What follows belongs to an exercise in optimizing a design on an open flow for small area; a production flow would make more cautious choices. Only the layout flow was run in this run; the RTL was not checked for function there.

$ cat flow/run.sh
#!/bin/bash
# synth_recipe.tcl (not shown) runs the flow's synth.tcl, then flattens the netlist and writes it again
# the make line also repeats each setting of config.mk as NAME=value (left out here)
make -C /OpenROAD-flow-scripts/flow DESIGN_CONFIG=/design/flow/config.mk WORK_HOME=/design/flow/orfs CLKGATE_MAP_FILE= SYNTH_SCRIPT=/design/flow/synth_recipe.tcl finish
$ cat flow/config.mk
export PLATFORM = sky130hd
export DESIGN_NAME = zr_microseq
export DESIGN_NICKNAME = zr_microseq
export VERILOG_FILES = /design/flow/design.v
export SDC_FILE = /design/flow/constraint.sdc
export NUM_CORES = 4
export LEC_CHECK = 0
export CAP_MARGIN = 20
export CORE_MARGIN = 2
export CORE_UTILIZATION = 40
export SLEW_MARGIN = 20
export SYNTH_MEMORY_MAX_BITS = 16384
$ cat flow/constraint.sdc
create_clock -name core_clock -period 50.0 [get_ports {clk}]
set_input_delay 10.0000 -clock core_clock [delete_from_list [all_inputs] [get_ports {clk}]]
set_output_delay 10.0000 -clock core_clock [all_outputs]
set_load 0.01 [all_outputs]
$ cat flow/design.v
module zr_wave0 (
    input  wire [8:0]  k,
    output reg  [11:0] q
);
    always @(*) begin
        case (k)
            9'd0: q = 12'd0;
            9'd1: q = 12'd25;
            9'd2: q = 12'd50;
            9'd3: q = 12'd75;
            9'd4: q = 12'd100;
            9'd5: q = 12'd126;
            9'd6: q = 12'd151;
            9'd7: q = 12'd176;
            9'd8: q = 12'd201;
            9'd9: q = 12'd226;
            9'd10: q = 12'd251;
            9'd11: q = 12'd276;
            9'd12: q = 12'd301;
            9'd13: q = 12'd326;
            9'd14: q = 12'd351;
            9'd15: q = 12'd376;
            9'd16: q = 12'd401;
            9'd17: q = 12'd426;
            9'd18: q = 12'd451;
            9'd19: q = 12'd476;
            9'd20: q = 12'd501;
            9'd21: q = 12'd526;
            9'd22: q = 12'd551;
            9'd23: q = 12'd576;
            9'd24: q = 12'd601;
            9'd25: q = 12'd626;
            9'd26: q = 12'd651;
            9'd27: q = 12'd675;
            9'd28: q = 12'd700;
            9'd29: q = 12'd725;
            9'd30: q = 12'd750;
            9'd31: q = 12'd774;
            9'd32: q = 12'd799;
            9'd33: q = 12'd824;
            9'd34: q = 12'd848;
            9'd35: q = 12'd873;
            9'd36: q = 12'd897;
            9'd37: q = 12'd922;
            9'd38: q = 12'd946;
            9'd39: q = 12'd971;
            9'd40: q = 12'd995;
            9'd41: q = 12'd1019;
            9'd42: q = 12'd1044;
            9'd43: q = 12'd1068;
            9'd44: q = 12'd1092;
            9'd45: q = 12'd1116;
            9'd46: q = 12'd1141;
            9'd47: q = 12'd1165;
            9'd48: q = 12'd1189;
            9'd49: q = 12'd1213;
            9'd50: q = 12'd1237;
            9'd51: q = 12'd1261;
            9'd52: q = 12'd1285;
            9'd53: q = 12'd1308;
            9'd54: q = 12'd1332;
            9'd55: q = 12'd1356;
            9'd56: q = 12'd1380;
            9'd57: q = 12'd1403;
            9'd58: q = 12'd1427;
            9'd59: q = 12'd1450;
            9'd60: q = 12'd1474;
            9'd61: q = 12'd1497;
            9'd62: q = 12'd1521;
            9'd63: q = 12'd1544;
            9'd64: q = 12'd1567;
            9'd65: q = 12'd1590;
            9'd66: q = 12'd1613;
            9'd67: q = 12'd1636;
            9'd68: q = 12'd1659;
            9'd69: q = 12'd1682;
            9'd70: q = 12'd1705;
            9'd71: q = 12'd1728;
            9'd72: q = 12'd1751;
            9'd73: q = 12'd1774;
            9'd74: q = 12'd1796;
            9'd75: q = 12'd1819;
            9'd76: q = 12'd1841;
            9'd77: q = 12'd1864;
            9'd78: q = 12'd1886;
            9'd79: q = 12'd1908;
            9'd80: q = 12'd1930;
            9'd81: q = 12'd1952;
            9'd82: q = 12'd1975;
            9'd83: q = 12'd1997;
            9'd84: q = 12'd2018;
            9'd85: q = 12'd2040;
            9'd86: q = 12'd2062;
            9'd87: q = 12'd2084;
            9'd88: q = 12'd2105;
            9'd89: q = 12'd2127;
            9'd90: q = 12'd2148;
            9'd91: q = 12'd2170;
            9'd92: q = 12'd2191;
            9'd93: q = 12'd2212;
            9'd94: q = 12'd2233;
            9'd95: q = 12'd2254;
            9'd96: q = 12'd2275;
            9'd97: q = 12'd2296;
            9'd98: q = 12'd2317;
            9'd99: q = 12'd2337;
            9'd100: q = 12'd2358;
            9'd101: q = 12'd2378;
            9'd102: q = 12'd2399;
            9'd103: q = 12'd2419;
            9'd104: q = 12'd2439;
            9'd105: q = 12'd2460;
            9'd106: q = 12'd2480;
            9'd107: q = 12'd2500;
            9'd108: q = 12'd2519;
            9'd109: q = 12'd2539;
            9'd110: q = 12'd2559;
            9'd111: q = 12'd2578;
            9'd112: q = 12'd2598;
            9'd113: q = 12'd2617;
            9'd114: q = 12'd2636;
            9'd115: q = 12'd2656;
            9'd116: q = 12'd2675;
            9'd117: q = 12'd2694;
            9'd118: q = 12'd2713;
            9'd119: q = 12'd2731;
            9'd120: q = 12'd2750;
            9'd121: q = 12'd2769;
            9'd122: q = 12'd2787;
            9'd123: q = 12'd2805;
            9'd124: q = 12'd2824;
            9'd125: q = 12'd2842;
            9'd126: q = 12'd2860;
            9'd127: q = 12'd2878;
            9'd128: q = 12'd2896;
            9'd129: q = 12'd2913;
            9'd130: q = 12'd2931;
            9'd131: q = 12'd2948;
            9'd132: q = 12'd2966;
            9'd133: q = 12'd2983;
            9'd134: q = 12'd3000;
            9'd135: q = 12'd3017;
            9'd136: q = 12'd3034;
            9'd137: q = 12'd3051;
            9'd138: q = 12'd3068;
            9'd139: q = 12'd3084;
            9'd140: q = 12'd3101;
            9'd141: q = 12'd3117;
            9'd142: q = 12'd3133;
            9'd143: q = 12'd3149;
            9'd144: q = 12'd3165;
            9'd145: q = 12'd3181;
            9'd146: q = 12'd3197;
            9'd147: q = 12'd3213;
            9'd148: q = 12'd3228;
            9'd149: q = 12'd3244;
            9'd150: q = 12'd3259;
            9'd151: q = 12'd3274;
            9'd152: q = 12'd3289;
            9'd153: q = 12'd3304;
            9'd154: q = 12'd3319;
            9'd155: q = 12'd3333;
            9'd156: q = 12'd3348;
            9'd157: q = 12'd3362;
            9'd158: q = 12'd3377;
            9'd159: q = 12'd3391;
            9'd160: q = 12'd3405;
            9'd161: q = 12'd3419;
            9'd162: q = 12'd3433;
            9'd163: q = 12'd3446;
            9'd164: q = 12'd3460;
            9'd165: q = 12'd3473;
            9'd166: q = 12'd3486;
            9'd167: q = 12'd3499;
            9'd168: q = 12'd3512;
            9'd169: q = 12'd3525;
            9'd170: q = 12'd3538;
            9'd171: q = 12'd3551;
            9'd172: q = 12'd3563;
            9'd173: q = 12'd3575;
            9'd174: q = 12'd3588;
            9'd175: q = 12'd3600;
            9'd176: q = 12'd3611;
            9'd177: q = 12'd3623;
            9'd178: q = 12'd3635;
            9'd179: q = 12'd3646;
            9'd180: q = 12'd3658;
            9'd181: q = 12'd3669;
            9'd182: q = 12'd3680;
            9'd183: q = 12'd3691;
            9'd184: q = 12'd3702;
            9'd185: q = 12'd3713;
            9'd186: q = 12'd3723;
            9'd187: q = 12'd3733;
            9'd188: q = 12'd3744;
            9'd189: q = 12'd3754;
            9'd190: q = 12'd3764;
            9'd191: q = 12'd3774;
            9'd192: q = 12'd3783;
            9'd193: q = 12'd3793;
            9'd194: q = 12'd3802;
            9'd195: q = 12'd3811;
            9'd196: q = 12'd3821;
            9'd197: q = 12'd3830;
            9'd198: q = 12'd3838;
            9'd199: q = 12'd3847;
            9'd200: q = 12'd3856;
            9'd201: q = 12'd3864;
            9'd202: q = 12'd3872;
            9'd203: q = 12'd3880;
            9'd204: q = 12'd3888;
            9'd205: q = 12'd3896;
            9'd206: q = 12'd3904;
            9'd207: q = 12'd3911;
            9'd208: q = 12'd3919;
            9'd209: q = 12'd3926;
            9'd210: q = 12'd3933;
            9'd211: q = 12'd3940;
            9'd212: q = 12'd3947;
            9'd213: q = 12'd3953;
            9'd214: q = 12'd3960;
            9'd215: q = 12'd3966;
            9'd216: q = 12'd3972;
            9'd217: q = 12'd3978;
            9'd218: q = 12'd3984;
            9'd219: q = 12'd3990;
            9'd220: q = 12'd3996;
            9'd221: q = 12'd4001;
            9'd222: q = 12'd4006;
            9'd223: q = 12'd4011;
            9'd224: q = 12'd4016;
            9'd225: q = 12'd4021;
            9'd226: q = 12'd4026;
            9'd227: q = 12'd4030;
            9'd228: q = 12'd4035;
            9'd229: q = 12'd4039;
            9'd230: q = 12'd4043;
            9'd231: q = 12'd4047;
            9'd232: q = 12'd4051;
            9'd233: q = 12'd4054;
            9'd234: q = 12'd4058;
            9'd235: q = 12'd4061;
            9'd236: q = 12'd4064;
            9'd237: q = 12'd4067;
            9'd238: q = 12'd4070;
            9'd239: q = 12'd4073;
            9'd240: q = 12'd4075;
            9'd241: q = 12'd4078;
            9'd242: q = 12'd4080;
            9'd243: q = 12'd4082;
            9'd244: q = 12'd4084;
            9'd245: q = 12'd4086;
            9'd246: q = 12'd4087;
            9'd247: q = 12'd4089;
            9'd248: q = 12'd4090;
            9'd249: q = 12'd4091;
            9'd250: q = 12'd4092;
            9'd251: q = 12'd4093;
            9'd252: q = 12'd4094;
            9'd253: q = 12'd4094;
            9'd254: q = 12'd4095;
            9'd255: q = 12'd4095;
            9'd256: q = 12'd4095;
            default: q = 12'd0;
        endcase
    end
endmodule
module zr_coil (
    input  wire [9:0]  e,
    output wire [11:0] mag,
    output wire        pol
);
    wire [1:0] quad = e[9:8];
    wire [7:0] u    = e[7:0];
    wire [8:0] k    = quad[0] ? (9'd256 - {1'b0, u}) : {1'b0, u};
    zr_wave0 u_tab (.k(k), .q(mag));
    assign pol = quad[1];
endmodule
module zr_bandsel (
    input  wire [2:0]  band,    
    input  wire [31:0] s,       
    input  wire [15:0] v1,
    input  wire [15:0] v2,
    input  wire [15:0] v3,
    input  wire [15:0] v4,
    output reg  [2:0]  tgt
);
    function [39:0] th_of(input [15:0] v);
        reg [48:0] prod;
        begin
            prod  = {34'd0, v[14:0]} * 49'd11258999069;
            th_of = {18'd0, prod[47:26]};
        end
    endfunction
    wire [39:0] th1 = th_of(v1);
    wire [39:0] th2 = th_of(v2);
    wire [39:0] th3 = th_of(v3);
    wire [39:0] th4 = th_of(v4);
    wire [4:1] never = {v4 == 16'hFFFF, v3 == 16'hFFFF, v2 == 16'hFFFF, v1 == 16'hFFFF};
    wire [4:1] reach;
    assign reach[1] = !never[1] && ({8'd0, s} >= th1);
    assign reach[2] = !never[2] && ({8'd0, s} >= th2);
    assign reach[3] = !never[3] && ({8'd0, s} >= th3);
    assign reach[4] = !never[4] && ({8'd0, s} >= th4);
    wire [4:1] stay;
    assign stay[1] = !never[1] && ({8'd0, s} >= th1 - (th1 >> 3));
    assign stay[2] = !never[2] && ({8'd0, s} >= th2 - (th2 >> 3));
    assign stay[3] = !never[3] && ({8'd0, s} >= th3 - (th3 >> 3));
    assign stay[4] = !never[4] && ({8'd0, s} >= th4 - (th4 >> 3));
    integer i;
    always @(*) begin
        tgt = band;
        if (band < 3'd4 && reach[band + 3'd1]) begin
            for (i = 1; i <= 4; i = i + 1)
                if (i > band && reach[i])
                    tgt = i[2:0];
        end else if (band > 3'd0 && !stay[band]) begin
            tgt = 3'd0;
            for (i = 1; i <= 4; i = i + 1)
                if (i < band && stay[i])
                    tgt = i[2:0];
        end
    end
endmodule
module zr_microseq (
    input  wire        clk,
    input  wire        rst,       
    input  wire        tick,
    input  wire        en,        
    input  wire        halt,      
    input  wire        inv,       
    input  wire [39:0] pos,       
    input  wire [31:0] vel,       
    input  wire [15:0] v1,        
    input  wire [15:0] v2,
    input  wire [15:0] v3,
    input  wire [15:0] v4,
    output reg         done,
    output reg  [2:0]  band,
    output reg  [2:0]  tgt,
    output reg         pend,
    output reg  [9:0]  addr,
    output wire [11:0] mag_a,
    output wire        pol_a,
    output wire [11:0] mag_b,
    output wire        pol_b
);
    reg         active;           
    reg  [39:0] pprev;
    reg  [1:0]  vsign;            
    wire        vzero = (vel == 32'd0);
    wire [1:0]  sgn   = vzero ? 2'b00 : (vel[31] ? 2'b11 : 2'b01);
    wire        up    = !vel[31];
    wire [31:0] speed = vel[31] ? (32'd0 - vel) : vel;
    wire [2:0]  tgt_c;
    zr_bandsel u_bandsel (
        .band(band), .s(speed), .v1(v1), .v2(v2), .v3(v3), .v4(v4), .tgt(tgt_c)
    );
    function [39:0] trail(input [39:0] p, input [2:0] b, input dir_up);
        reg [39:0] q, off, m;
        begin
            case (b)
                3'd0:    q = 40'd1;
                3'd1:    q = 40'd4;
                3'd2:    q = 40'd16;
                3'd3:    q = 40'd64;
                default: q = 40'd256;
            endcase
            off = (b == 3'd4) ? 40'd128 : 40'd0;
            if (dir_up) begin
                m = (p - off) & (q - 40'd1);
                trail = p - m;
            end else begin
                m = (off - p) & (q - 40'd1);
                trail = p + m;
            end
        end
    endfunction
    wire [2:0]  coarse  = (tgt_c > band) ? tgt_c : band;
    wire [39:0] cpt     = trail(pos, coarse, up);
    wire        crossed = up ? ($signed(cpt) > $signed(pprev)) : ($signed(cpt) < $signed(pprev));
    wire [2:0]  band_n  = (tgt_c != band && crossed) ? tgt_c : band;
    wire [39:0] gpos    = trail(pos, band_n, up);
    reg  [39:0] g_sel;
    reg         restart;
    always @(*) begin
        restart = !active || vzero || (sgn != vsign);
        g_sel   = restart ? pos : gpos;
    end
    wire [39:0] g_dir = inv ? (40'd0 - g_sel) : g_sel;
    always @(posedge clk) begin
        if (rst) begin
            done   <= 1'b0;
            active <= 1'b0;
            pprev  <= 40'd0;
            vsign  <= 2'b00;
            band   <= 3'd0;
            tgt    <= 3'd0;
            pend   <= 1'b0;
            addr   <= 10'd0;
        end else begin
            done <= tick;
            if (tick) begin
                if (!en || halt) begin
                    active <= 1'b0;
                    band   <= 3'd0;
                    tgt    <= 3'd0;
                    pend   <= 1'b0;
                end else begin
                    active <= 1'b1;
                    pprev  <= pos;
                    addr   <= g_dir[9:0];
                    if (restart) begin
                        band  <= 3'd0;
                        tgt   <= 3'd0;
                        pend  <= 1'b0;
                        vsign <= active ? sgn : 2'b00;
                    end else begin
                        band  <= band_n;
                        tgt   <= tgt_c;
                        pend  <= (tgt_c != band_n);
                        vsign <= sgn;
                    end
                end
            end
        end
    end
    zr_coil u_coil_a (.e(addr), .mag(mag_a), .pol(pol_a));
    zr_coil u_coil_b (.e(addr + 10'd256), .mag(mag_b), .pol(pol_b));
endmodule
==> results_tabular.tex <==
\begin{tabular}{lr}
\hline
Metric & Value \\
\hline
\multicolumn{2}{l}{\textbf{Drt}} \\
\quad Via/cell ratio & 5.63 \\
\quad Number of design rule violations left after detail routing & 0 \\
\quad Count of routing violations after the opening detailed-route iteration & 4,253 \\
\quad Wire length after detailed routing & around 170,000 µm \\
\quad Length of the first detailed-routing pass in iterations & 6 \\
\quad Routed vias & 47,000 \\
\quad Number of antenna-violating nets in the routed design & 0 \\
\quad Routed length per placed instance & 20.2 µm \\
\multicolumn{2}{l}{\textbf{Synth}} \\
\quad FF+latch count, synth & 61 \\
\quad Sequential fraction of the synthesis area & 2.29\% \\
\quad Cell Area, Synth & 0.0533 mm² \\
\quad Distinct cell type count after synthesis & 103 \\
\quad Post-synthesis net count & 8,457 \\
\quad Cell taking the most area after synthesis & sky130\_fd\_sc\_hd\_\_ha\_1 \\
\quad Number of standard cells after synthesis & $\sim$6,500 \\
\quad Number of synthesized flops with an enable pin & 0 \\
\quad Total of warnings raised by yosys & 3 \\
\quad Fraction of registers with async set/reset & 0\% \\
\quad Cells taking the most area after synthesis & sky130\_fd\_sc\_hd\_\_ha\_1 27\%, sky130\_fd\_sc\_hd\_\_fa\_1 24\%, sky130\_fd\_sc\_hd\_\_inv\_1 8.3\%, sky130\_fd\_sc\_hd\_\_a21oi\_1 3.9\%, sky130\_fd\_sc\_hd\_\_xnor2\_1 3.4\% \\
\quad Primary FF master, synth & sky130\_fd\_sc\_hd\_\_dfxtp\_1 \\
\quad Mapped Avg Cell Area & slightly above 8 µm² \\
\quad Synth top area share & between 20\% and 30\% \\
\multicolumn{2}{l}{\textbf{Global route}} \\
\quad Remaining global-route overflow & 0 \\
\quad Antenna violations before repair & 18 \\
\quad Vias in the first global route & around 47,000 \\
\quad Wire length of the first global-routing pass & 267,000 µm \\
\quad Pin count of the biggest net entering global routing & 75 \\
\quad Overall routing resource usage & around a quarter \\
\multicolumn{2}{l}{\textbf{Worst setup path}} \\
\quad Signal arrival time at the worst endpoint & 38,000 ps \\
\quad Startpoint kind of the worst setup timing path & primary input \\
\quad Worst setup EP type & flop \\
\quad Cell depth of the worst flop-to-flop path & 77 \\
\quad CP dominant cell by count & sky130\_fd\_sc\_hd\_\_o21ai\_0 \\
\quad Worst Path Class, Setup & primary input to flop \\
\quad Slowest cell on the critical path & sky130\_fd\_sc\_hd\_\_clkdlybuf4s50\_1 \\
\quad Reg2reg setup slack & 32,360 ps \\
\quad Critical Path Max Stage Delay & 770 ps \\
\quad Critical path fanouts, max & 12 \\
\quad Req. time, crit path & around 50,000 ps \\
\multicolumn{2}{l}{\textbf{Cells and area}} \\
\quad Share of final-layout standard cells stronger than drive strength 1 & under 10\% \\
\quad Layout fillers & 13,200 \\
\quad Area growth from synthesis to layout & 8.10\% \\
\quad Final net count & 8,515 \\
\quad Share of the core filled with cells in the final layout & 43.7\% \\
\quad Post-route cell area & 0.0576 mm² \\
\multicolumn{2}{l}{\textbf{CTS}} \\
\quad Total number of H-tree levels & 3 \\
\quad CTS-repair resized insts & 0 \\
\quad TritonCTS buffer count & 9 \\
\quad TritonCTS Sinks & 61 \\
\quad Worst-skew pair later-pin latency & 340 ps \\
\quad Clock slew at reported path FFs & around 60 ps \\
\quad Setup Buffers After CTS & 0 \\
\quad Hold-fix buffer count after cts & 0 \\
\quad CTS tree & done \\
\quad Clk buf depth & 2 \\
\quad Root Buffer Master & sky130\_fd\_sc\_hd\_\_clkbuf\_16 \\
\multicolumn{2}{l}{\textbf{STA}} \\
\quad Final setup slack of the worst path & 12,240 ps \\
\quad Hold violation total from the final report & 0 \\
\quad Clk\_skew & 3.46 ps \\
\quad Final critical-path required period & 37,760 ps \\
\quad Slew HR & 25.2\% \\
\quad Share of the clock period used by the worst path after layout & 75.5\% \\
\quad Max Transition Viols Final & 0 \\
\quad Number of endpoints failing setup at the final stage & 0 \\
\quad Unrepaired setup endpoints after global routing & no \\
\quad Final-layout setup total negative slack & 0 ps \\
\quad Achievable clock frequency & 0.0265 GHz \\
\quad Tightest Pin Transition & between 1000 and 1500 ps \\
\multicolumn{2}{l}{\textbf{Die}} \\
\quad Die Outline Area & between 0.1 and 0.15 mm² \\
\quad Count of pins on the block boundary & around 190 \\
\quad Effective utilization at floorplan & 40.4\% \\
\quad Area of the core & 0.132 mm² \\
\quad Die boundary height & 369 µm \\
\quad Horiz. Die Dim & between 300 and 400 µm \\
\quad Number of standard-cell rows in the floorplan & around 130 \\
\multicolumn{2}{l}{\textbf{Worst hold path}} \\
\quad Number of cells on the worst hold path & 2 \\
\quad Worst hold path type & flop to flop \\
\multicolumn{2}{l}{\textbf{Run}} \\
\quad Max-capacitance violation count & 0 \\
\multicolumn{2}{l}{\textbf{Placed design}} \\
\quad Detailed Place HPWL & 140,000 µm \\
\quad Number of port buffers & $\sim$190 \\
\quad Gpl congestion & between 0.9 and 1 \\
\quad Post-detailed-placement cell area & 0.0572 mm² \\
\quad Worst slack, placed & 12,290 ps \\
\multicolumn{2}{l}{\textbf{Status}} \\
\quad Run status & no timing/DRC/antenna violations \\
\hline
\end{tabular}
## cell usage after synthesis (all sizes together) (50+ instances only)
library cell     n
nor2b           67
a31oi           53
a21oi          421
nand4           83
xnor2          208
ha            1159
fa             634
a211oi          70
clkbuf         165
nand2b          57
a21o           167
nand2          436
inv           1180
dfxtp           61
xor2            95
nand3          134
nor2           333
o21ai          338
nor3           119
o211ai          50
## through the flow
step	cells	hold WS, ps
finish	8353	453
floorplan	6522	432
CTS	8340	455
global placement	8324	439
global route	8351	471
detailed placement	8324	446
## cell type report
class                   count  area [µm²]  area share (%)
diodes                     13        32.5          0.0564
flip-flops and latches     61        1220            2.12
inverters                1185        4450            7.72
clock buffers               9         225           0.391
multi-input cells        5070       47000            81.6
well taps                1755        2200            3.81
clock inverters             7         146           0.254
repair buffers            253        2350            4.09
## worst paths after layout
path / from / endpoint
worst min register to register: pprev[36]$_SDFFE_PP0P_ / pprev[36]$_SDFFE_PP0P_
worst max register to register: band[1]$_SDFFE_PP0P_ / addr[9]$_SDFFE_PP0P_
worst min-delay path: pprev[36]$_SDFFE_PP0P_ / pprev[36]$_SDFFE_PP0P_
worst max-delay path: v3[12] / addr[9]$_SDFFE_PP0P_
## cell usage in the layout (no fill, tap or decap), drive strengths merged, types with 167 or more instances in the layout
master | netlist | layout
clkdlybuf4s50 | 0 | 183
a21oi | 421 | 421
a21o | 167 | 167
nor2 | 333 | 333
o21ai | 338 | 338
inv | 1180 | 1180
xnor2 | 208 | 208
ha | 1159 | 1159
fa | 634 | 634
nand2 | 436 | 436
## per-layer routing
| metal | global-route usage [%] | wire (µm) | vias to the layer above |
|---|---|---|---|
| li1 | - | - | 22500 |
| met3 | 2.58 | 9370 | 258 |
| met5 | 0 | 24 | - |
| met1 | 34.0 | 76600 | 22600 |
| met4 | 5.97 | 4120 | 4 |
| met2 | 40.8 | 78500 | 1554 |
## worst max-delay path: cells and delay by family
kind            cells  cell delay (ps)
simple gates       21             4010
compound gates     64            15150
fa+ha+maj          15             5940
mux                 3              580
xor+xnor            5              890
buf+inv             9             1470
## state kept, by name, indices dropped and copies added (netlist names)
signal / cells
active: 1
addr: 10
band: 3
done: 1
pend: 1
pprev: 40
tgt: 3
vsign: 2
## cell families after synthesis
group / Yosys count / share of synthesized area, %
AO/OA/AOI/OAI: 1511 / 18.4
XOR/XNOR: 303 / 4.98
adder cells (fa/ha/maj): 1795 / 51.0
buffers and inverters: 1391 / 9.82
flip-flops: 61 / 2.29
multiplexers: 28 / 0.598
AND/OR/NAND/NOR: 1433 / 12.9

## port drivers added, routing unchanged
How much do the figures lean on ideal ports? The routed layout below was timed once more, with nothing changed but the port constraints.
Step 1, drivers: a clkbuf_16 drives clk and a buf_2 each remaining input, both assumed.
Step 2 adds t to the input delays and takes it off the output delays; t is the mean of the earliest and latest rising clock arrival at the registers after step 1. Input paths then give back, and output paths get back, about the clock's delay inside the block.
Three values: ideal, step 1, step 2; two values: the first two.
shift t [ns]: 0.380
setup slack, ns: 12.239 / 12.258 / 11.878
hold WS [ns]: 0.453 / 0.453 / 0.453
pins driven straight from the clock port: 1
After both steps setup and hold are still met in this run. For this run, drivers alone change the setup slack by +0.019 ns; drivers and shift together by -0.361 ns.
